From an optimization exercise on the open Yosys and OpenROAD flow, aimed at small area, a short achievable clock period and few clock cycles; shortcuts taken in it are not production practice.
At most, simulation tests tie the RTL to the original design; equivalence was not proved.

==> inputs of exp/harbor <==
==> flow/design.v <==
module zrs_dec (
    input  wire        clk,
    input  wire        rst,           
    input  wire        start,
    output wire        start_ready,
    input  wire        cfg_dynamic,   
    input  wire [2:0]  cfg_table,     
    input  wire [1:0]  cfg_width,     
    input  wire [1:0]  cfg_pred,      
    input  wire [16:0] cfg_elems,     
    input  wire [15:0] cfg_nbytes,    
    input  wire        in_valid,
    output wire        in_ready,
    input  wire [31:0] in_data,
    output reg         out_valid,
    input  wire        out_ready,
    output reg  [63:0] out_data,
    output wire        done,
    output wire        err
);
    localparam S_IDLE  = 3'd0,
               S_TABLE = 3'd1,
               S_FIN   = 3'd2,
               S_DEC   = 3'd3,
               S_CHECK = 3'd4,
               S_DRAIN = 3'd5,
               S_DONE  = 3'd6;
    localparam BW = 112;             
    localparam NSYM = 65;
    integer i;
    reg  [2:0]   state;
    reg  [1:0]   width_r;
    reg  [1:0]   pred_r;
    reg          dyn_r;
    reg  [3:0]   c_r;
    reg  [16:0]  elems_left;
    reg  [14:0]  words_left;
    reg          all_loaded;
    reg  [1:0]   last_bytes_m1;
    reg  [BW-1:0] bbuf;
    reg  [6:0]   cnt;
    reg  [6:0]   srt [0:NSYM-1];     
    reg  [6:0]   cum [1:15];         
    reg  [6:0]   sidx;
    reg          kovf;
    reg  [1:0]   lim1;
    reg  [2:0]   lim2;
    reg  [3:0]   lim3;
    reg  [4:0]   lim4;
    reg  [5:0]   lim5;
    reg  [6:0]   lim6;
    reg  [7:0]   lim7;
    reg  [8:0]   lim8;
    reg  [9:0]   lim9;
    reg  [10:0]  lim10;
    reg  [11:0]  lim11;
    reg  [12:0]  lim12;
    reg  [13:0]  lim13;
    reg  [14:0]  lim14;
    reg  [15:0]  lim15;
    reg          s1_v;
    reg  [62:0]  s1_cons;
    reg  [6:0]   s1_s;
    reg          first;
    reg  [63:0]  dd;
    reg          err_r;
    wire [6:0]  last_sym = 7'd8 << width_r;          
    wire [63:0] vmask    = (width_r == 2'd3) ? 64'hFFFF_FFFF_FFFF_FFFF :
                           (width_r == 2'd2) ? 64'h0000_0000_FFFF_FFFF :
                           (width_r == 2'd1) ? 64'h0000_0000_0000_FFFF :
                                               64'h0000_0000_0000_00FF;
    wire        busy_in   = (state != S_IDLE) && (state != S_DONE);
    assign in_ready = busy_in && !all_loaded && ((state == S_DRAIN) || (cnt <= 7'd80));
    wire        take_word = in_valid && in_ready;
    wire        last_word = (words_left == 15'd1);
    wire [2:0]  word_bytes = last_word ? ({1'b0, last_bytes_m1} + 3'd1) : 3'd4;
    wire [31:0] word_mask  = (word_bytes == 3'd4) ? 32'hFFFF_FFFF :
                             (word_bytes == 3'd3) ? 32'hFFFF_FF00 :
                             (word_bytes == 3'd2) ? 32'hFFFF_0000 : 32'hFF00_0000;
    wire [31:0] word_m     = in_data & word_mask;
    wire [5:0]  word_bits  = {word_bytes, 3'b000};
    wire [BW-1:0] ins      = take_word ? ({word_m, {(BW-32){1'b0}}} >> cnt) : {BW{1'b0}};
    wire [BW-1:0] bbuf_m   = bbuf | ins;
    wire [14:0] win = bbuf[BW-1 -: 15];
    wire [15:1] t;
    assign t[1]  = {1'b0, win[14 -: 1]}  < lim1;
    assign t[2]  = {1'b0, win[14 -: 2]}  < lim2;
    assign t[3]  = {1'b0, win[14 -: 3]}  < lim3;
    assign t[4]  = {1'b0, win[14 -: 4]}  < lim4;
    assign t[5]  = {1'b0, win[14 -: 5]}  < lim5;
    assign t[6]  = {1'b0, win[14 -: 6]}  < lim6;
    assign t[7]  = {1'b0, win[14 -: 7]}  < lim7;
    assign t[8]  = {1'b0, win[14 -: 8]}  < lim8;
    assign t[9]  = {1'b0, win[14 -: 9]}  < lim9;
    assign t[10] = {1'b0, win[14 -: 10]} < lim10;
    assign t[11] = {1'b0, win[14 -: 11]} < lim11;
    assign t[12] = {1'b0, win[14 -: 12]} < lim12;
    assign t[13] = {1'b0, win[14 -: 13]} < lim13;
    assign t[14] = {1'b0, win[14 -: 14]} < lim14;
    assign t[15] = {1'b0, win[14 -: 15]} < lim15;
    wire        hit = t[15];
    reg  [6:0]  idx_l [1:15];
    always @* begin
        idx_l[1] = {6'd0, win[14]};
        for (i = 2; i <= 15; i = i + 1)
            idx_l[i] = (win >> (15 - i)) + cum[i-1];
    end
    reg  [6:0]  idx;
    reg  [3:0]  clen;
    always @* begin
        idx  = 7'd0;
        clen = 4'd0;
        for (i = 1; i <= 15; i = i + 1) begin
            if (t[i] && (i == 1 || !t[i-1])) begin
                idx  = idx | idx_l[i];
                clen = clen | i[3:0];
            end
        end
    end
    wire [6:0]  sym   = srt[idx];
    wire [5:0]  n_ext = (sym > 7'd1) ? (sym[5:0] - 6'd1) : 6'd0;
    wire [6:0]  tot   = {3'd0, clen} + {1'b0, n_ext};
    wire        s1_adv  = s1_v && (!out_valid || out_ready);
    wire        s1_free = !s1_v || s1_adv;
    wire        dec_st   = (state == S_DEC);
    wire        dec_fits = hit && (tot <= cnt);
    wire        dec_go   = dec_st && dec_fits && s1_free;
    wire        dec_fail = dec_st && !dec_fits &&
                           (all_loaded || (!hit && cnt >= 7'd15));
    wire [6:0]  st_d   = (sidx >= {3'd0, c_r}) ? (sidx - {3'd0, c_r}) : ({3'd0, c_r} - sidx);
    wire [3:0]  st_len = (st_d >= 7'd13) ? 4'd15 : (st_d[3:0] + 4'd2);
    wire        tbl_st   = (state == S_TABLE);
    wire        byte_ok  = (cnt >= 7'd8);
    wire        tbl_wait = dyn_r && !byte_ok;
    wire        tbl_last = (sidx == last_sym);
    wire        tbl_step = tbl_st && !tbl_wait;
    wire [3:0]  d_len    = sidx[0] ? bbuf[BW-1 -: 4] : bbuf[BW-5 -: 4];
    wire [3:0]  t_len    = dyn_r ? d_len : st_len;
    wire        tbl_eat  = tbl_step && dyn_r && (sidx[0] || tbl_last);
    wire        sh_en  = dec_go || tbl_eat;
    wire [6:0]  sh_amt = tbl_st ? 7'd8 : tot;
    wire [BW+62:0] sh_r = {63'd0, bbuf_m} << sh_amt;
    wire [6:0]  cnt_in = take_word ? {1'b0, word_bits} : 7'd0;
    wire [63:0] xmask = (64'd1 << (s1_s - 7'd1)) - 64'd1;    
    wire [63:0] zval  = (s1_s == 7'd0) ? 64'd0 :
                        ((64'd1 << (s1_s - 7'd1)) | ({1'b0, s1_cons} & xmask));
    wire [63:0] rval  = (zval >> 1) ^ (64'd0 - {63'd0, zval[0]});
    wire [63:0] dd_n  = ((pred_r == 2'd2) ? dd : 64'd0) + rval;
    wire [63:0] xval  = (((pred_r == 2'd0) ? 64'd0 : out_data) + dd_n) & vmask;
    assign start_ready = (state == S_IDLE);
    assign done = (state == S_DONE) && !out_valid && !s1_v;
    assign err  = err_r;
    wire [6:0]  ins_pos = cum[t_len];
    wire        ins_en  = tbl_step && (t_len != 4'd0);
    wire [16:0] k_inc   = 17'd1 << (4'd15 - t_len);
    wire [16:0] k_new   = {1'b0, lim15} + k_inc;
    always @(posedge clk) begin
        if (rst) begin
            state     <= S_IDLE;
            out_valid <= 1'b0;
            s1_v      <= 1'b0;
            err_r     <= 1'b0;
            all_loaded <= 1'b1;
            cnt       <= 7'd0;
            bbuf      <= {BW{1'b0}};
        end else begin
            if (sh_en)
                bbuf <= sh_r[BW-1:0];
            else
                bbuf <= bbuf_m;
            cnt <= cnt - (sh_en ? sh_amt : 7'd0) + cnt_in;
            if (take_word) begin
                words_left <= words_left - 15'd1;
                all_loaded <= last_word;
            end
            if (s1_adv) begin
                out_valid <= 1'b1;
                out_data  <= xval;
                dd        <= first ? 64'd0 : dd_n;
                first     <= 1'b0;
            end else if (out_ready) begin
                out_valid <= 1'b0;
            end
            if (dec_go) begin
                s1_v    <= 1'b1;
                s1_cons <= sh_r[BW+62:BW];
                s1_s    <= sym;
            end else if (s1_adv) begin
                s1_v    <= 1'b0;
            end
            if (ins_en) begin
                for (i = 0; i < NSYM; i = i + 1) begin
                    if (i[6:0] == ins_pos)
                        srt[i] <= sidx;
                    else if (i > 0 && i[6:0] > ins_pos)
                        srt[i] <= srt[i-1];
                end
                for (i = 1; i <= 15; i = i + 1)
                    if (i >= t_len)
                        cum[i] <= cum[i] + 7'd1;
                if (t_len <= 4'd1)  lim1  <= lim1  + (2'd1  << (4'd1  - t_len));
                if (t_len <= 4'd2)  lim2  <= lim2  + (3'd1  << (4'd2  - t_len));
                if (t_len <= 4'd3)  lim3  <= lim3  + (4'd1  << (4'd3  - t_len));
                if (t_len <= 4'd4)  lim4  <= lim4  + (5'd1  << (4'd4  - t_len));
                if (t_len <= 4'd5)  lim5  <= lim5  + (6'd1  << (4'd5  - t_len));
                if (t_len <= 4'd6)  lim6  <= lim6  + (7'd1  << (4'd6  - t_len));
                if (t_len <= 4'd7)  lim7  <= lim7  + (8'd1  << (4'd7  - t_len));
                if (t_len <= 4'd8)  lim8  <= lim8  + (9'd1  << (4'd8  - t_len));
                if (t_len <= 4'd9)  lim9  <= lim9  + (10'd1 << (4'd9  - t_len));
                if (t_len <= 4'd10) lim10 <= lim10 + (11'd1 << (4'd10 - t_len));
                if (t_len <= 4'd11) lim11 <= lim11 + (12'd1 << (4'd11 - t_len));
                if (t_len <= 4'd12) lim12 <= lim12 + (13'd1 << (4'd12 - t_len));
                if (t_len <= 4'd13) lim13 <= lim13 + (14'd1 << (4'd13 - t_len));
                if (t_len <= 4'd14) lim14 <= lim14 + (15'd1 << (4'd14 - t_len));
                lim15 <= k_new[15:0];
                if (k_new > 17'd32768)
                    kovf <= 1'b1;
            end
            case (state)
                S_IDLE: begin
                    if (start) begin
                        width_r  <= cfg_width;
                        pred_r   <= cfg_pred;
                        dyn_r    <= cfg_dynamic;
                        case (cfg_table)
                            3'd0: c_r <= 4'd0;  3'd1: c_r <= 4'd1;
                            3'd2: c_r <= 4'd2;  3'd3: c_r <= 4'd3;
                            3'd4: c_r <= 4'd4;  3'd5: c_r <= 4'd6;
                            3'd6: c_r <= 4'd8;  default: c_r <= 4'd12;
                        endcase
                        elems_left <= cfg_elems;
                        words_left <= cfg_nbytes[15:2] + {14'd0, cfg_nbytes[1:0] != 2'd0};
                        all_loaded <= (cfg_nbytes == 16'd0);
                        last_bytes_m1 <= cfg_nbytes[1:0] - 2'd1;
                        bbuf     <= {BW{1'b0}};
                        cnt      <= 7'd0;
                        err_r    <= 1'b0;
                        sidx     <= 7'd0;
                        kovf     <= 1'b0;
                        for (i = 1; i <= 15; i = i + 1)
                            cum[i] <= 7'd0;
                        lim1 <= 0;  lim2 <= 0;  lim3 <= 0;  lim4 <= 0;  lim5 <= 0;
                        lim6 <= 0;  lim7 <= 0;  lim8 <= 0;  lim9 <= 0;  lim10 <= 0;
                        lim11 <= 0; lim12 <= 0; lim13 <= 0; lim14 <= 0; lim15 <= 0;
                        first    <= 1'b1;
                        out_data <= 64'd0;
                        dd       <= 64'd0;
                        state    <= S_TABLE;
                    end
                end
                S_TABLE: begin
                    if (tbl_step) begin
                        sidx <= sidx + 7'd1;
                        if (tbl_last) begin
                            if (dyn_r && bbuf[BW-1 -: 4] != 4'd0) begin
                                err_r <= 1'b1;
                                state <= S_DRAIN;
                            end else begin
                                state <= S_FIN;
                            end
                        end
                    end else if (all_loaded) begin
                        err_r <= 1'b1;
                        state <= S_DRAIN;
                    end
                end
                S_FIN: begin
                    cum[1]  <= cum[1]  - {lim1[5:0],  1'b0};
                    cum[2]  <= cum[2]  - {lim2[5:0],  1'b0};
                    cum[3]  <= cum[3]  - {lim3[5:0],  1'b0};
                    cum[4]  <= cum[4]  - {lim4[5:0],  1'b0};
                    cum[5]  <= cum[5]  - {lim5[5:0],  1'b0};
                    cum[6]  <= cum[6]  - {lim6[5:0],  1'b0};
                    cum[7]  <= cum[7]  - {lim7[5:0],  1'b0};
                    cum[8]  <= cum[8]  - {lim8[5:0],  1'b0};
                    cum[9]  <= cum[9]  - {lim9[5:0],  1'b0};
                    cum[10] <= cum[10] - {lim10[5:0], 1'b0};
                    cum[11] <= cum[11] - {lim11[5:0], 1'b0};
                    cum[12] <= cum[12] - {lim12[5:0], 1'b0};
                    cum[13] <= cum[13] - {lim13[5:0], 1'b0};
                    cum[14] <= cum[14] - {lim14[5:0], 1'b0};
                    if (kovf || lim15 == 16'd0) begin
                        err_r <= 1'b1;
                        state <= S_DRAIN;
                    end else begin
                        state <= (elems_left == 17'd0) ? S_CHECK : S_DEC;
                    end
                end
                S_DEC: begin
                    if (dec_go) begin
                        elems_left <= elems_left - 17'd1;
                        if (elems_left == 17'd1)
                            state <= S_CHECK;
                    end else if (dec_fail) begin
                        err_r <= 1'b1;
                        state <= S_DRAIN;
                    end
                end
                S_CHECK: begin
                    if (cnt >= 7'd8 || bbuf[BW-1 -: 8] != 8'd0) begin
                        err_r <= 1'b1;
                        state <= S_DRAIN;
                    end else if (all_loaded) begin
                        state <= S_DONE;
                    end
                end
                S_DRAIN: begin
                    if (all_loaded || (take_word && last_word))
                        state <= S_DONE;
                end
                S_DONE: begin
                    if (!out_valid && !s1_v)
                        state <= S_IDLE;
                end
                default: state <= S_IDLE;
            endcase
        end
    end
endmodule
==> flow/run.sh <==
#!/bin/bash
# synth_recipe.tcl (not shown) runs the flow's synth.tcl, then flattens the netlist and writes it again
# the make line also repeats each setting of config.mk as NAME=value (left out here)
make -C /OpenROAD-flow-scripts/flow DESIGN_CONFIG=/design/flow/config.mk WORK_HOME=/design/flow/orfs CLKGATE_MAP_FILE= SYNTH_SCRIPT=/design/flow/synth_recipe.tcl finish
==> flow/config.mk <==
export PLATFORM = sky130hd
export DESIGN_NAME = zrs_dec
export DESIGN_NICKNAME = zrs_dec
export VERILOG_FILES = /design/flow/design.v
export SDC_FILE = /design/flow/constraint.sdc
export NUM_CORES = 4
export LEC_CHECK = 0
export CAP_MARGIN = 20
export CORE_MARGIN = 2
export CORE_UTILIZATION = 30
export SETUP_SLACK_MARGIN = 0.3
export SLEW_MARGIN = 20
==> flow/constraint.sdc <==
create_clock -name core_clock -period 16.0 [get_ports {clk}]
set_input_delay 3.2000 -clock core_clock [delete_from_list [all_inputs] [get_ports {clk}]]
set_output_delay 3.2000 -clock core_clock [all_outputs]
set_load 0.01 [all_outputs]
==> exp/pepper: changes against exp/harbor <==
--- a/flow/design.v
+++ b/flow/design.v
@@ -39,8 +39,8 @@
     reg  [1:0]   last_bytes_m1;
     reg  [BW-1:0] bbuf;
     reg  [6:0]   cnt;
-    reg  [6:0]   srt [0:NSYM-1];     
-    reg  [6:0]   cum [1:15];         
+    reg  [8*NSYM-1:0] srt;
+    reg  [7*15-1:0]   cum;           
     reg  [6:0]   sidx;
     reg          kovf;
     reg  [1:0]   lim1;
@@ -60,7 +60,8 @@
     reg  [15:0]  lim15;
     reg          s1_v;
     reg  [62:0]  s1_cons;
-    reg  [6:0]   s1_s;
+    reg  [5:0]   s1_e;
+    reg          s1_zf;
     reg          first;
     reg  [63:0]  dd;
     reg          err_r;
@@ -82,7 +83,8 @@
     wire [BW-1:0] ins      = take_word ? ({word_m, {(BW-32){1'b0}}} >> cnt) : {BW{1'b0}};
     wire [BW-1:0] bbuf_m   = bbuf | ins;
     wire [14:0] win = bbuf[BW-1 -: 15];
-    wire [15:1] t;
+    wire [15:0] t;
+    assign t[0]  = 1'b0;
     assign t[1]  = {1'b0, win[14 -: 1]}  < lim1;
     assign t[2]  = {1'b0, win[14 -: 2]}  < lim2;
     assign t[3]  = {1'b0, win[14 -: 3]}  < lim3;
@@ -99,11 +101,12 @@
     assign t[14] = {1'b0, win[14 -: 14]} < lim14;
     assign t[15] = {1'b0, win[14 -: 15]} < lim15;
     wire        hit = t[15];
-    reg  [6:0]  idx_l [1:15];
+    reg  [7*16-1:0] idx_l;
     always @* begin
-        idx_l[1] = {6'd0, win[14]};
+        idx_l[6:0]  = 7'd0;
+        idx_l[13:7] = {6'd0, win[14]};
         for (i = 2; i <= 15; i = i + 1)
-            idx_l[i] = (win >> (15 - i)) + cum[i-1];
+            idx_l[7*i +: 7] = (win >> (15 - i)) + cum[7*(i-2) +: 7];
     end
     reg  [6:0]  idx;
     reg  [3:0]  clen;
@@ -111,15 +114,15 @@
         idx  = 7'd0;
         clen = 4'd0;
         for (i = 1; i <= 15; i = i + 1) begin
-            if (t[i] && (i == 1 || !t[i-1])) begin
-                idx  = idx | idx_l[i];
+            if (t[i] && !t[i-1]) begin
+                idx  = idx | idx_l[7*i +: 7];
                 clen = clen | i[3:0];
             end
         end
     end
-    wire [6:0]  sym   = srt[idx];
-    wire [5:0]  n_ext = (sym > 7'd1) ? (sym[5:0] - 6'd1) : 6'd0;
-    wire [6:0]  tot   = {3'd0, clen} + {1'b0, n_ext};
+    wire [7:0]  ent   = srt[8*idx +: 8];
+    wire [6:0]  tot   = ent[6:0];
+    wire [5:0]  n_ext = tot[5:0] - {2'd0, clen};
     wire        s1_adv  = s1_v && (!out_valid || out_ready);
     wire        s1_free = !s1_v || s1_adv;
     wire        dec_st   = (state == S_DEC);
@@ -134,24 +137,33 @@
     wire        tbl_wait = dyn_r && !byte_ok;
     wire        tbl_last = (sidx == last_sym);
     wire        tbl_step = tbl_st && !tbl_wait;
-    wire [3:0]  d_len    = sidx[0] ? bbuf[BW-1 -: 4] : bbuf[BW-5 -: 4];
+    wire [3:0]  nib_hi   = bbuf[BW-1 -: 4];
+    wire [3:0]  nib_lo   = bbuf[BW-5 -: 4];
+    wire        lo_zero  = (nib_lo == 4'd0);
+    wire        pair     = !sidx[0] && !tbl_last && (lo_zero || nib_hi == 4'd0);
+    wire        use_hi   = sidx[0] || (!tbl_last && lo_zero);
+    wire [3:0]  d_len    = use_hi ? nib_hi : nib_lo;
+    wire [6:0]  t_sym    = (dyn_r && !sidx[0] && !tbl_last && lo_zero) ? {sidx[6:1], 1'b1} : sidx;
     wire [3:0]  t_len    = dyn_r ? d_len : st_len;
-    wire        tbl_eat  = tbl_step && dyn_r && (sidx[0] || tbl_last);
+    wire        tbl_eat  = tbl_step && dyn_r && (sidx[0] || tbl_last || pair);
     wire        sh_en  = dec_go || tbl_eat;
     wire [6:0]  sh_amt = tbl_st ? 7'd8 : tot;
     wire [BW+62:0] sh_r = {63'd0, bbuf_m} << sh_amt;
     wire [6:0]  cnt_in = take_word ? {1'b0, word_bits} : 7'd0;
-    wire [63:0] xmask = (64'd1 << (s1_s - 7'd1)) - 64'd1;    
-    wire [63:0] zval  = (s1_s == 7'd0) ? 64'd0 :
-                        ((64'd1 << (s1_s - 7'd1)) | ({1'b0, s1_cons} & xmask));
+    wire [6:0]  cnt_add = cnt + cnt_in;
+    wire [6:0]  cnt_sub = cnt_add - sh_amt;
+    wire [63:0] xmask = (64'd1 << s1_e) - 64'd1;
+    wire [63:0] zval  = !s1_zf ? 64'd0 : ((64'd1 << s1_e) | ({1'b0, s1_cons} & xmask));
     wire [63:0] rval  = (zval >> 1) ^ (64'd0 - {63'd0, zval[0]});
     wire [63:0] dd_n  = ((pred_r == 2'd2) ? dd : 64'd0) + rval;
     wire [63:0] xval  = (((pred_r == 2'd0) ? 64'd0 : out_data) + dd_n) & vmask;
     assign start_ready = (state == S_IDLE);
     assign done = (state == S_DONE) && !out_valid && !s1_v;
     assign err  = err_r;
-    wire [6:0]  ins_pos = cum[t_len];
+    wire [7*16-1:0] cumx = {cum, 7'd0};
+    wire [6:0]  ins_pos = cumx[7*t_len +: 7];
     wire        ins_en  = tbl_step && (t_len != 4'd0);
+    wire [7:0]  ins_ent = {t_sym != 7'd0, {3'd0, t_len} + ((t_sym > 7'd1) ? (t_sym - 7'd1) : 7'd0)};
     wire [16:0] k_inc   = 17'd1 << (4'd15 - t_len);
     wire [16:0] k_new   = {1'b0, lim15} + k_inc;
     always @(posedge clk) begin
@@ -168,7 +180,7 @@
                 bbuf <= sh_r[BW-1:0];
             else
                 bbuf <= bbuf_m;
-            cnt <= cnt - (sh_en ? sh_amt : 7'd0) + cnt_in;
+            cnt <= sh_en ? cnt_sub : cnt_add;
             if (take_word) begin
                 words_left <= words_left - 15'd1;
                 all_loaded <= last_word;
@@ -184,20 +196,23 @@
             if (dec_go) begin
                 s1_v    <= 1'b1;
                 s1_cons <= sh_r[BW+62:BW];
-                s1_s    <= sym;
+                s1_e    <= n_ext;
+                s1_zf   <= ent[7];
             end else if (s1_adv) begin
                 s1_v    <= 1'b0;
             end
             if (ins_en) begin
-                for (i = 0; i < NSYM; i = i + 1) begin
+                if (ins_pos == 7'd0)
+                    srt[7:0] <= ins_ent;
+                for (i = 1; i < NSYM; i = i + 1) begin
                     if (i[6:0] == ins_pos)
-                        srt[i] <= sidx;
-                    else if (i > 0 && i[6:0] > ins_pos)
-                        srt[i] <= srt[i-1];
+                        srt[8*i +: 8] <= ins_ent;
+                    else if (i[6:0] > ins_pos)
+                        srt[8*i +: 8] <= srt[8*(i-1) +: 8];
                 end
                 for (i = 1; i <= 15; i = i + 1)
                     if (i >= t_len)
-                        cum[i] <= cum[i] + 7'd1;
+                        cum[7*(i-1) +: 7] <= cum[7*(i-1) +: 7] + 7'd1;
                 if (t_len <= 4'd1)  lim1  <= lim1  + (2'd1  << (4'd1  - t_len));
                 if (t_len <= 4'd2)  lim2  <= lim2  + (3'd1  << (4'd2  - t_len));
                 if (t_len <= 4'd3)  lim3  <= lim3  + (4'd1  << (4'd3  - t_len));
@@ -237,8 +252,7 @@
                         err_r    <= 1'b0;
                         sidx     <= 7'd0;
                         kovf     <= 1'b0;
-                        for (i = 1; i <= 15; i = i + 1)
-                            cum[i] <= 7'd0;
+                        cum      <= {7*15{1'b0}};
                         lim1 <= 0;  lim2 <= 0;  lim3 <= 0;  lim4 <= 0;  lim5 <= 0;
                         lim6 <= 0;  lim7 <= 0;  lim8 <= 0;  lim9 <= 0;  lim10 <= 0;
                         lim11 <= 0; lim12 <= 0; lim13 <= 0; lim14 <= 0; lim15 <= 0;
@@ -250,7 +264,7 @@
                 end
                 S_TABLE: begin
                     if (tbl_step) begin
-                        sidx <= sidx + 7'd1;
+                        sidx <= sidx + ((dyn_r && pair) ? 7'd2 : 7'd1);
                         if (tbl_last) begin
                             if (dyn_r && bbuf[BW-1 -: 4] != 4'd0) begin
                                 err_r <= 1'b1;
@@ -265,20 +279,20 @@
                     end
                 end
                 S_FIN: begin
-                    cum[1]  <= cum[1]  - {lim1[5:0],  1'b0};
-                    cum[2]  <= cum[2]  - {lim2[5:0],  1'b0};
-                    cum[3]  <= cum[3]  - {lim3[5:0],  1'b0};
-                    cum[4]  <= cum[4]  - {lim4[5:0],  1'b0};
-                    cum[5]  <= cum[5]  - {lim5[5:0],  1'b0};
-                    cum[6]  <= cum[6]  - {lim6[5:0],  1'b0};
-                    cum[7]  <= cum[7]  - {lim7[5:0],  1'b0};
-                    cum[8]  <= cum[8]  - {lim8[5:0],  1'b0};
-                    cum[9]  <= cum[9]  - {lim9[5:0],  1'b0};
-                    cum[10] <= cum[10] - {lim10[5:0], 1'b0};
-                    cum[11] <= cum[11] - {lim11[5:0], 1'b0};
-                    cum[12] <= cum[12] - {lim12[5:0], 1'b0};
-                    cum[13] <= cum[13] - {lim13[5:0], 1'b0};
-                    cum[14] <= cum[14] - {lim14[5:0], 1'b0};
+                    cum[0 +: 7] <= cum[0 +: 7] - {4'd0, lim1, 1'b0};
+                    cum[7 +: 7] <= cum[7 +: 7] - {3'd0, lim2, 1'b0};
+                    cum[14 +: 7] <= cum[14 +: 7] - {2'd0, lim3, 1'b0};
+                    cum[21 +: 7] <= cum[21 +: 7] - {1'd0, lim4, 1'b0};
+                    cum[28 +: 7] <= cum[28 +: 7] - {lim5[5:0], 1'b0};
+                    cum[35 +: 7] <= cum[35 +: 7] - {lim6[5:0], 1'b0};
+                    cum[42 +: 7] <= cum[42 +: 7] - {lim7[5:0], 1'b0};
+                    cum[49 +: 7] <= cum[49 +: 7] - {lim8[5:0], 1'b0};
+                    cum[56 +: 7] <= cum[56 +: 7] - {lim9[5:0], 1'b0};
+                    cum[63 +: 7] <= cum[63 +: 7] - {lim10[5:0], 1'b0};
+                    cum[70 +: 7] <= cum[70 +: 7] - {lim11[5:0], 1'b0};
+                    cum[77 +: 7] <= cum[77 +: 7] - {lim12[5:0], 1'b0};
+                    cum[84 +: 7] <= cum[84 +: 7] - {lim13[5:0], 1'b0};
+                    cum[91 +: 7] <= cum[91 +: 7] - {lim14[5:0], 1'b0};
                     if (kovf || lim15 == 16'd0) begin
                         err_r <= 1'b1;
                         state <= S_DRAIN;
--- a/flow/config.mk
+++ b/flow/config.mk
@@ -7,6 +7,7 @@
 export LEC_CHECK = 0
 export CAP_MARGIN = 20
 export CORE_MARGIN = 2
-export CORE_UTILIZATION = 30
-export SETUP_SLACK_MARGIN = 0.3
+export CORE_UTILIZATION = 45
+export PLACE_DENSITY = 0.6
+export SETUP_SLACK_MARGIN = 5
 export SLEW_MARGIN = 20
==> results_dict.tcl <==
set metrics [dict create \
    num_vias 89900 \
    crit_path_top_delay_cell "a221oi_1" \
    seq_area_share_pct 31.6 \
    status "no timing/DRC/antenna violations" \
    synth_edf_count 1010 \
    multiInputGateArea_sq_mm 0.0578 \
    core_area_sq_mm 0.209 \
]
That was exp/pepper.
==> results_dict.tcl <==
set metrics [dict create \
    num_vias 81400 \
    overflow 0 \
    status "no timing/DRC/antenna violations" \
    synth_ff_type "edfxtp_1" \
    reg.largest.list "srt (455), bbuf (112), cum (105)" \
    multiInputGateArea_sq_mm 0.0544 \
    crit_path_top_delay_cell "dfxtp_2" \
    dp_cells 13600 \
    synth_edf_count 945 \
    fin_skew_ps 45.3 \
]
That was exp/harbor.
Testbench counts of exp/pepper, summed over its fixed seeds: cycles 172,413.
Function not checked in exp/harbor: the RTL went through the layout flow alone.

[port drivers added, routing unchanged]
In the flow no input, the clock included, has a driving cell. The finished layouts below were timed again as built, in two steps. Step 1 assumes that a clkbuf_16 drives the clock port and a buf_2 every other input. Step 2, shift: input delay + t, output delay - t, t = (earliest + latest rising clock arrival at the registers) / 2. This alone moves slack from input paths to output paths. a / b / c = no drivers / after step 1 / after step 2; a / b = the first two.
run | t, ns | slack for setup (ns) | hold slack, ns | worst slew at a driven data input, ns | pins driven straight from the clock port
exp/harbor | 0.903 | 2.279 / 2.279 / 2.279 | 0.525 / 0.525 / 0.525 | 0.09 | 1
exp/pepper | 0.902 | 4.948 / 4.948 / 4.948 | 0.517 / 0.517 / 0.517 | 0.19 | 1
After both steps setup and hold are still met in every run listed.
